What follows belongs to an exercise in optimizing a design on an open flow for small area, a short achievable clock period and few clock cycles per item; a production flow would make more cautious choices.
In this exercise RTL edits were held to simulation tests only and were not proved equivalent to the original.

==> flow/design.v <==
module lane_plan_div #(
    parameter NW = 30,
    parameter DW = 17
) (
    input  wire          clk,
    input  wire          rst,
    input  wire          go,
    input  wire [NW-1:0] n,
    input  wire [DW-1:0] d,
    output reg           busy,
    output reg  [NW-1:0] q
);
    reg [DW:0]        rem;
    reg [DW-1:0]      dv;
    reg [$clog2(NW+1)-1:0] cnt;
    wire [DW:0] shifted = {rem[DW-1:0], q[NW-1]};
    wire [DW:0] diff    = shifted - {1'b0, dv};
    always @(posedge clk) begin
        if (rst) begin
            busy <= 1'b0;
        end else if (go) begin
            busy <= 1'b1;
            rem  <= {(DW+1){1'b0}};
            q    <= n;
            dv   <= d;
            cnt  <= NW[$clog2(NW+1)-1:0];
        end else if (busy) begin
            if (!diff[DW]) begin
                rem <= diff;
                q   <= {q[NW-2:0], 1'b1};
            end else begin
                rem <= shifted;
                q   <= {q[NW-2:0], 1'b0};
            end
            cnt <= cnt - 1'b1;
            if (cnt == 1) busy <= 1'b0;
        end
    end
endmodule
module lane_plan (
    input  wire               clk,
    input  wire               rst,
    input  wire               ld_valid,
    input  wire        [5:0]  ld_idx,
    input  wire signed [15:0] ld_score,
    input  wire        [15:0] ld_vmod,
    input  wire               ld_ranked,
    input  wire               ld_bok,
    input  wire               ld_set_state,
    input  wire        [1:0]  ld_state,
    input  wire               start,
    input  wire               lane_start,
    input  wire signed [23:0] vref,
    input  wire        [22:0] cap,
    input  wire        [15:0] w_stay,
    input  wire        [1:0]  swap_limit,
    input  wire        [11:0] t_frame,
    output reg                busy,
    output reg                done,
    output reg  signed [23:0] res_err,
    output reg                res_pol_neg,
    output reg                res_clamp,
    output reg                res_ceiling,
    output reg         [21:0] res_level,
    output reg         [15:0] res_vbar,
    output reg                res_edge,
    output reg         [5:0]  res_edge_node,
    output reg         [11:0] res_edge_off,
    input  wire        [5:0]  rd_idx,
    output wire               rd_event,
    output wire        [1:0]  rd_state
);
    localparam [1:0] BYP = 2'b00, POS = 2'b01, NEG = 2'b10, BLK = 2'b11;
    localparam [11:0] DWELL = 12'd200;
    reg signed [15:0] score_m [0:63];
    reg        [15:0] vmod_m  [0:63];
    reg               ranked_m[0:63];
    reg               bok_m   [0:63];
    reg        [1:0]  state_m [0:63];
    reg               chg_m   [0:63];
    assign rd_event = chg_m[rd_idx];
    assign rd_state = state_m[rd_idx];
    reg signed [23:0] err;
    reg               pol_neg;
    reg        [5:0]  rot;
    localparam [4:0]
        S_IDLE    = 5'd0,
        S_INIT    = 5'd1,
        S_PASS1   = 5'd2,
        S_VBAR    = 5'd3,
        S_VBARW   = 5'd4,
        S_EXO     = 5'd5,
        S_EXI     = 5'd6,
        S_EXDEC   = 5'd7,
        S_INT     = 5'd8,
        S_INTDEC  = 5'd9,
        S_EDGE    = 5'd10,
        S_EDGEDEC = 5'd11,
        S_DIVA    = 5'd12,
        S_DIVAW   = 5'd13,
        S_DIVM    = 5'd14,
        S_DIVMW   = 5'd15,
        S_ERR     = 5'd16,
        S_FINISH  = 5'd17;
    reg [4:0]         st;
    reg [1:0]         p;           
    reg signed [24:0] vstar;
    reg [22:0]        av;          
    reg [22:0]        v;           
    reg [22:0]        sumv;        
    reg [6:0]         cnt;         
    reg [1:0]         swaps;
    reg               ceiling;
    reg [22:0]        gap;
    reg [15:0]        vmod_f;
    reg [5:0]         f_idx;
    reg [11:0]        a_off;
    reg [22:0]        mean;
    reg [5:0]         k;
    reg               sc_high;     
    reg               sc_in;       
    reg               sc_bud;      
    reg               fnd;
    reg [5:0]         fnd_idx;
    reg signed [15:0] fnd_score;
    reg               o_fnd;
    reg [5:0]         o_idx;
    wire [5:0]         m_idx   = rot + k;
    wire signed [15:0] m_score = score_m[m_idx];
    wire [1:0]         m_state = state_m[m_idx];
    wire               m_is_in  = ranked_m[m_idx] && !chg_m[m_idx] && (m_state == p);
    wire               m_is_out = ranked_m[m_idx] && !chg_m[m_idx] &&
                                  (m_state == BYP || m_state == BLK);
    wire               m_cand  = (sc_in ? m_is_in : m_is_out) && (!sc_bud || bok_m[m_idx]);
    wire               m_better = !fnd ||
                                  (sc_high ? (m_score > fnd_score) : (m_score < fnd_score));
    reg         div_go;
    reg  [29:0] div_n;
    reg  [16:0] div_d;
    wire        div_busy;
    wire [29:0] div_q;
    lane_plan_div #(.NW(30), .DW(17)) u_div (
        .clk (clk),
        .rst (rst),
        .go  (div_go),
        .n   (div_n),
        .d   (div_d),
        .busy(div_busy),
        .q   (div_q)
    );
    wire signed [25:0] vsum   = vref + err;
    wire signed [25:0] capp   = {3'b000, cap};
    wire signed [25:0] vclamp = (vsum > capp) ? capp : (vsum < -capp) ? -capp : vsum;
    wire [15:0] fv     = vmod_m[fnd_idx];
    wire [15:0] ov     = vmod_m[o_idx];
    wire signed [17:0] o_sc = score_m[o_idx];
    wire signed [17:0] i_sc = fnd_score;
    wire signed [17:0] i_sc_stay = i_sc + $signed({2'b00, w_stay});
    wire               pol_neg_next = (p == NEG);
    wire signed [25:0] mean_s = pol_neg_next ? -$signed({3'b000, mean}) : $signed({3'b000, mean});
    wire signed [25:0] e_raw  = vstar - mean_s;
    wire signed [25:0] vbar_s = {10'd0, res_vbar};
    wire        [23:0] v_add  = {1'b0, v} + {8'd0, fv};
    wire        [23:0] av_add = {1'b0, av} + {8'd0, fv};
    integer j;
    always @(posedge clk) begin
        div_go <= 1'b0;
        done   <= 1'b0;
        if (rst) begin
            st      <= S_IDLE;
            busy    <= 1'b0;
            err     <= 24'sd0;
            pol_neg <= 1'b0;
            rot     <= 6'd0;
            for (j = 0; j < 64; j = j + 1)
                state_m[j] <= BYP;
        end else begin
            case (st)
            S_IDLE: begin
                if (ld_valid) begin
                    score_m[ld_idx]  <= ld_score;
                    vmod_m[ld_idx]   <= ld_vmod;
                    ranked_m[ld_idx] <= ld_ranked;
                    bok_m[ld_idx]    <= ld_bok;
                    if (ld_set_state)
                        state_m[ld_idx] <= ld_state;
                end else if (start) begin
                    busy <= 1'b1;
                    if (lane_start) begin
                        err     <= 24'sd0;
                        pol_neg <= 1'b0;
                        rot     <= 6'd0;
                    end else begin
                        rot <= rot + 1'b1;
                    end
                    for (j = 0; j < 64; j = j + 1)
                        chg_m[j] <= 1'b0;
                    st <= S_INIT;
                end
            end
            S_INIT: begin
                vstar <= vclamp[24:0];
                av    <= vclamp[25] ? -vclamp[22:0] : vclamp[22:0];
                if (vclamp > 0)      p <= POS;
                else if (vclamp < 0) p <= NEG;
                else                 p <= pol_neg ? NEG : POS;
                v     <= 23'd0;
                sumv  <= 23'd0;
                cnt   <= 7'd0;
                k     <= 6'd0;
                st    <= S_PASS1;
            end
            S_PASS1: begin
                if (!ranked_m[k]) begin
                    if (state_m[k] == POS || state_m[k] == NEG) begin
                        state_m[k] <= BYP;
                        chg_m[k]   <= 1'b1;
                    end
                end else begin
                    sumv <= sumv + vmod_m[k];
                    cnt  <= cnt + 1'b1;
                    if (state_m[k] != BYP && state_m[k] != BLK && state_m[k] != p) begin
                        state_m[k] <= BYP;
                        chg_m[k]   <= 1'b1;
                    end else if (state_m[k] == p) begin
                        v <= v + vmod_m[k];
                    end
                end
                k <= k + 1'b1;
                if (k == 6'd63) st <= S_VBAR;
            end
            S_VBAR: begin
                if (cnt == 7'd0) begin
                    res_vbar <= 16'd0;
                    st       <= S_EXO;
                end else begin
                    div_n  <= {7'd0, sumv};
                    div_d  <= {10'd0, cnt};
                    div_go <= 1'b1;
                    st     <= S_VBARW;
                end
                swaps   <= 2'd0;
                k       <= 6'd0;
                fnd     <= 1'b0;
                sc_high <= 1'b1;
                sc_in   <= 1'b0;
                sc_bud  <= 1'b1;
            end
            S_VBARW: begin
                if (!div_go && !div_busy) begin
                    res_vbar <= div_q[15:0];
                    st       <= S_EXO;
                end
            end
            S_EXO: begin
                if (swaps == swap_limit) begin
                    st <= S_INTDEC;
                    ceiling <= (v > av);
                    k   <= 6'd0;
                    fnd <= 1'b0;
                end else begin
                    if (m_cand && m_better) begin
                        fnd       <= 1'b1;
                        fnd_idx   <= m_idx;
                        fnd_score <= m_score;
                    end
                    k <= k + 1'b1;
                    if (k == 6'd63) begin
                        o_fnd   <= fnd || m_cand;
                        o_idx   <= (m_cand && m_better) ? m_idx : fnd_idx;
                        fnd     <= 1'b0;
                        sc_high <= 1'b0;
                        sc_in   <= 1'b1;
                        st      <= S_EXI;
                    end
                end
            end
            S_EXI: begin
                if (m_cand && m_better) begin
                    fnd       <= 1'b1;
                    fnd_idx   <= m_idx;
                    fnd_score <= m_score;
                end
                k <= k + 1'b1;
                if (k == 6'd63) st <= S_EXDEC;
            end
            S_EXDEC: begin
                if (o_fnd && fnd && (o_sc > i_sc_stay)) begin
                    state_m[fnd_idx] <= BYP;
                    chg_m[fnd_idx]   <= 1'b1;
                    state_m[o_idx]   <= p;
                    chg_m[o_idx]     <= 1'b1;
                    v       <= v + ov - vmod_m[fnd_idx];
                    swaps   <= swaps + 1'b1;
                    k       <= 6'd0;
                    fnd     <= 1'b0;
                    sc_high <= 1'b1;
                    sc_in   <= 1'b0;
                    sc_bud  <= 1'b1;
                    st      <= S_EXO;
                end else begin
                    ceiling <= (v > av);
                    k   <= 6'd0;
                    fnd <= 1'b0;
                    st  <= S_INTDEC;
                end
            end
            S_INTDEC: begin
                k       <= 6'd0;
                fnd     <= 1'b0;
                sc_high <= !ceiling;
                sc_in   <= ceiling;
                sc_bud  <= 1'b0;
                st      <= S_INT;
            end
            S_INT: begin
                if (m_cand && m_better) begin
                    fnd       <= 1'b1;
                    fnd_idx   <= m_idx;
                    fnd_score <= m_score;
                end
                k <= k + 1'b1;
                if (k == 6'd63) st <= S_EDGE;
            end
            S_EDGE: begin
                if (fnd && !ceiling && (v_add <= {1'b0, av})) begin
                    state_m[fnd_idx] <= p;
                    chg_m[fnd_idx]   <= 1'b1;
                    v  <= v + fv;
                    st <= S_INTDEC;
                end else if (fnd && ceiling && ({1'b0, v} >= av_add)) begin
                    state_m[fnd_idx] <= BYP;
                    chg_m[fnd_idx]   <= 1'b1;
                    v  <= v - fv;
                    st <= S_INTDEC;
                end else begin
                    k       <= 6'd0;
                    fnd     <= 1'b0;
                    sc_high <= !ceiling;
                    sc_in   <= ceiling;
                    sc_bud  <= 1'b1;
                    gap     <= ceiling ? (v - av) : (av - v);
                    st      <= S_EDGEDEC;
                end
            end
            S_EDGEDEC: begin
                if (m_cand && m_better) begin
                    fnd       <= 1'b1;
                    fnd_idx   <= m_idx;
                    fnd_score <= m_score;
                end
                k <= k + 1'b1;
                if (k == 6'd63) st <= S_DIVA;
            end
            S_DIVA: begin
                mean   <= v;
                vmod_f <= fv;
                f_idx  <= fnd_idx;
                res_edge <= 1'b0;
                if (fnd && fv != 16'd0 && gap != 23'd0) begin
                    if (gap >= {7'd0, fv}) begin
                        a_off <= 12'd0;
                        st    <= S_DIVM;
                    end else begin
                        div_n  <= ({14'd0, fv} - gap[15:0]) * {18'd0, t_frame} * 2 + {14'd0, fv};
                        div_d  <= {fv, 1'b0};
                        div_go <= 1'b1;
                        st     <= S_DIVAW;
                    end
                end else begin
                    st <= S_ERR;
                end
            end
            S_DIVAW: begin
                if (!div_go && !div_busy) begin
                    a_off <= div_q[11:0];
                    st    <= S_DIVM;
                end
            end
            S_DIVM: begin
                if (t_frame - a_off >= DWELL && a_off <= t_frame) begin
                    state_m[f_idx] <= ceiling ? BYP : p;
                    chg_m[f_idx]   <= 1'b1;
                    res_edge      <= 1'b1;
                    res_edge_node <= f_idx;
                    res_edge_off  <= a_off;
                    div_n  <= {14'd0, vmod_f} * {18'd0, t_frame - a_off};
                    div_d  <= {5'd0, t_frame};
                    div_go <= 1'b1;
                    st     <= S_DIVMW;
                end else begin
                    st <= S_ERR;
                end
            end
            S_DIVMW: begin
                if (!div_go && !div_busy) begin
                    mean <= ceiling ? (v - div_q[22:0]) : (v + div_q[22:0]);
                    st   <= S_ERR;
                end
            end
            S_ERR: begin
                if (e_raw > vbar_s) begin
                    err       <= vbar_s[23:0];
                    res_clamp <= 1'b1;
                end else if (e_raw < -vbar_s) begin
                    err       <= -vbar_s[23:0];
                    res_clamp <= 1'b1;
                end else begin
                    err       <= e_raw[23:0];
                    res_clamp <= 1'b0;
                end
                st <= S_FINISH;
            end
            S_FINISH: begin
                pol_neg     <= pol_neg_next;
                res_err     <= err;
                res_pol_neg <= pol_neg_next;
                res_ceiling <= ceiling;
                res_level   <= v[21:0];
                busy        <= 1'b0;
                done        <= 1'b1;
                st          <= S_IDLE;
            end
            default: st <= S_IDLE;
            endcase
        end
    end
endmodule
==> flow/run.sh <==
#!/bin/bash
# synth_recipe.tcl (not shown) runs the flow's synth.tcl, then flattens the netlist and writes it again
# the make line also repeats each setting of config.mk as NAME=value (left out here)
make -C /OpenROAD-flow-scripts/flow DESIGN_CONFIG=/design/flow/config.mk WORK_HOME=/design/flow/orfs CLKGATE_MAP_FILE= SYNTH_SCRIPT=/design/flow/synth_recipe.tcl finish
==> flow/config.mk <==
export PLATFORM = sky130hd
export DESIGN_NAME = lane_plan
export DESIGN_NICKNAME = lane_plan
export VERILOG_FILES = /design/flow/design.v
export SDC_FILE = /design/flow/constraint.sdc
export NUM_CORES = 4
export LEC_CHECK = 0
export CAP_MARGIN = 20
export CORE_MARGIN = 2
export CORE_UTILIZATION = 40
export SLEW_MARGIN = 20
==> flow/constraint.sdc <==
create_clock -name core_clock -period 12.0 [get_ports {clk}]
set_input_delay 2.4000 -clock core_clock [delete_from_list [all_inputs] [get_ports {clk}]]
set_output_delay 2.4000 -clock core_clock [all_outputs]
set_load 0.01 [all_outputs]
==> summary.txt <==
pre-CTS WS 0.365 ns; distinct cell type count after synthesis 91; GR Overflow Total 0; Compound-Gate Fraction of Synth Area 0.0637; area leader, netlist edfxtp_1; DIE WIDTH 663 µm; Core ar. 0.432 mm²; Worst path max stage delay 0.62 ns; Longest Clk Path Bufs 4; port bufs 219; Post-Synth Simple-Gate Area 0.0596; fin. max-slew vios 0; Seq/Total Area, Yosys 0.486; Synth Area per Inst 15.0 µm²; hold depth 0; IO Count 220; initial antenna violation count 50; mux share of post-synthesis cell area 0.249; Hold Startpoint div_d[14]; Max Cap Violations 0; Tot GR Track Use 0.271; xor/xnor cell area share of the yosys netlist 0.0216; clk_skew 0.0672 ns; synth warn 2; root buffer cell clkbuf_16; EDFF count, synth 2728; mapped cell area 0.173 mm²; worst setup margin 0.526 ns; WL final 609000 µm; Arr. time, crit path 12.18 ns; RSZ-0062 raised after global routing no; vias in the first global route 116000; Antenna Nets Post-Route 0; Primary FF master, synth edfxtp_1; type of the tightest min-delay check flop to flop; Final Setup Violations 0; post-route cell area 0.194 mm²; Post-Synth Adder-Cell Area 0.0875; share of layout cells above drive strength 1 0.246; Synth async-reset ratio 0; Commonest cells post-synth 2728 x edfxtp_1, 1837 x mux4_2, 760 x inv_1; endpoints failing hold 0; largest net degree at the start of global routing 137; via count 117000; Initial Util 0.402; synthesized netlist cell count 11600; Reg2Reg Depth 39; CTS H-tree depth 5; DR vias/cell 6.56; total negative slack 0 ns; startpoint types flop; Final Net Count 12900; CP max FO 34; first-pass GRT wire length 861000 µm; # hold bufs at CTS 0; starting DRC count in detailed routing 16200; die footprint 0.439 mm²; CTS clock-pin slew for the worst setup and hold paths 0.06 ns; status complete, no violations; wire per inst 34.3 µm; chip height 663 µm; HPWL after detailed placement 396000 µm; Final Cycle Share 0.956; syn nets 12700; CP max-delay cell mux4_2; Synth area leaders edfxtp_1 47%, mux4_2 24%, ha_1 4.6%, fa_1 4.1%, inv_1 1.6%; Setup crit end kind flop; # clock sinks 2850; worst-skew pair later-pin latency 0.99 ns; Rel. slew slack 0.163; DR pass1 iterations 8; largest family of logic cells by synthesized area multiplexers; row count 241; Yosys reg bits 2850; CTS tree built; drt drc 0; Finished Core Util 0.450; Area growth syn-to-layout 12.0%; total CTS buffers 317; critical path class flop to flop; Worst Tran Pin Value 1.25 ns; DP Area 0.184 mm²; Synth top area share 0.472; Worst Path Required 12.71 ns; fillers 37300; WHS Endpoint u_div.dv[14]; Crit path top cell by count fa_1; end of the worst register-to-register path div_n[21]; f_max 87.2 MHz; r2r setup slk 0.53 ns; fin crit period 11.47 ns; count leader, synth edfxtp_1; GPL Wtd Cong 0.947
-- critical path, delay by kind of cell, from the launching register on --
family,cells,cell delay (ns)
and+or+nand+nor,7,1.19
xor gates and xnor gates,3,0.66
buffers and inverters,6,0.68
AOI/OAI and AO/OA,12,2.85
adders and majority gates,8,3.60
DFF,1,0.45
muxes,3,1.71
-- routing by layer --
| metal | routed length (µm) | GRT usage |
|---|---|---|
| met1 | 228000 | 0.352 |
| met2 | 285000 | 0.432 |
| met3 | 62400 | 0.0592 |
| met4 | 33600 | 0.135 |
| met5 | 163 | 0 |
-- stage by stage --
step	hold WS [ns]	instances
finish	0.404	17800
global route	0.417	17700
CTS	0.394	17700
detailed placement	0.405	17200
global placement	0.406	17200
floorplan	0.400	11600
-- cells by family after synthesis --
logic type               count (synthesis)
AND/OR/NAND/NOR                       2157
buffers and inverters                 1461
adder cells (fa/ha/maj)               1000
AO/OA/AOI/OAI                         1680
flip-flops                            2850
multiplexers                          2015
XOR/XNOR                               428
-- registers in the layout, summed over array words and instances, names as in the netlist, 25 cells and up, named ones only --
name,cells
bok_m,64
chg_m,64
div_n,30
ranked_m,64
score_m,1024
state_m,128
u_div.q,30
vmod_m,1024
vstar,25
-- area by class of cell --
type / count / area (µm²) / share of cell area
clock inverter: 195 / 2070 / 0.0106
tap: 5710 / 7140 / 0.0368
multi-input combinational: 7280 / 84400 / 0.434
antenna: 24 / 60.1 / 0.000309
clock buffer: 382 / 8330 / 0.0429
inverter: 763 / 2860 / 0.0147
sequential: 2850 / 84400 / 0.435
timing repair buffer: 557 / 5000 / 0.0257
-- worst max path at each step --
stage | start | end | slack (ns) | cells past startpoint
4_1_cts | flop | div_n[29] | 0.30 | 38
3_3_place_gp | flop | div_n[29] | 0.47 | 40
3_5_place_dp | flop | div_n[29] | 0.36 | 41
5_1_grt | flop | div_n[29] | 0.08 | 41
2_1_floorplan | flop | div_n[29] | 0.32 | 42
6_report | flop | div_n[21] | 0.53 | 39
-- timing repair --
item                       CTS  global route
gates resized for setup      0            11
setup endpoints to repair    0             7
hold endpoints to repair     0             0
buffers inserted             0             1
-- layout by cell type, fill, tap and decap left out, types with 60 or more instances in the layout --
master | Yosys | final
clkdlybuf4s50_1 | 0 | 182
ha_1 | 644 | 643
nor3_1 | 152 | 141
o21ai_0 | 385 | 380
and2_1 | 206 | 205
nand2_1 | 676 | 676
dfxtp_1 | 122 | 103
a22oi_1 | 76 | 76
mux2_2 | 85 | 85
inv_1 | 760 | 760
a21o_1 | 127 | 127
nand2b_1 | 87 | 86
nor2_1 | 492 | 424
clkbuf_16 | 0 | 323
a21oi_1 | 348 | 345
a211oi_1 | 74 | 72
edfxtp_1 | 2728 | 2728
xnor2_1 | 301 | 292
mux2i_1 | 93 | 93
fa_1 | 356 | 355
clkinv_1 | 2 | 60
nand3_1 | 140 | 140
o22ai_1 | 145 | 145
mux4_2 | 1837 | 1837
buf_4 | 1 | 309
xor2_1 | 127 | 127
nor2_4 | 0 | 66
nor2b_1 | 88 | 87
Testbench counts, summed over its fixed seeds: cycles 476,771, frames 800.

## what the ideal ports hide
No port has a modelled driver above. Below, the same layout with a new extraction and two added sets of constraints.
Step 1 sets driving cells, clkbuf_16 on the clock port and buf_2 on the other inputs (assumed; they add their load-dependent delay and slew).
Step 2 moves the port delays by t, midway between the first and last clock arrival at a register: inputs arrive t later, outputs are due t later. That takes back most of the time a late clock gives input paths.
Three values: ideal ports, drivers, drivers and shift; two values: the first two.
t (ns): 1.077
setup slack, ns: 0.526 / 0.526 / 0.526
slew at the worst register clock pin (ns): 0.07 / 0.07
After both steps this run still meets setup and hold. The setup slack of this run moves by 0.000 ns with the drivers and by 0.000 ns with both steps.
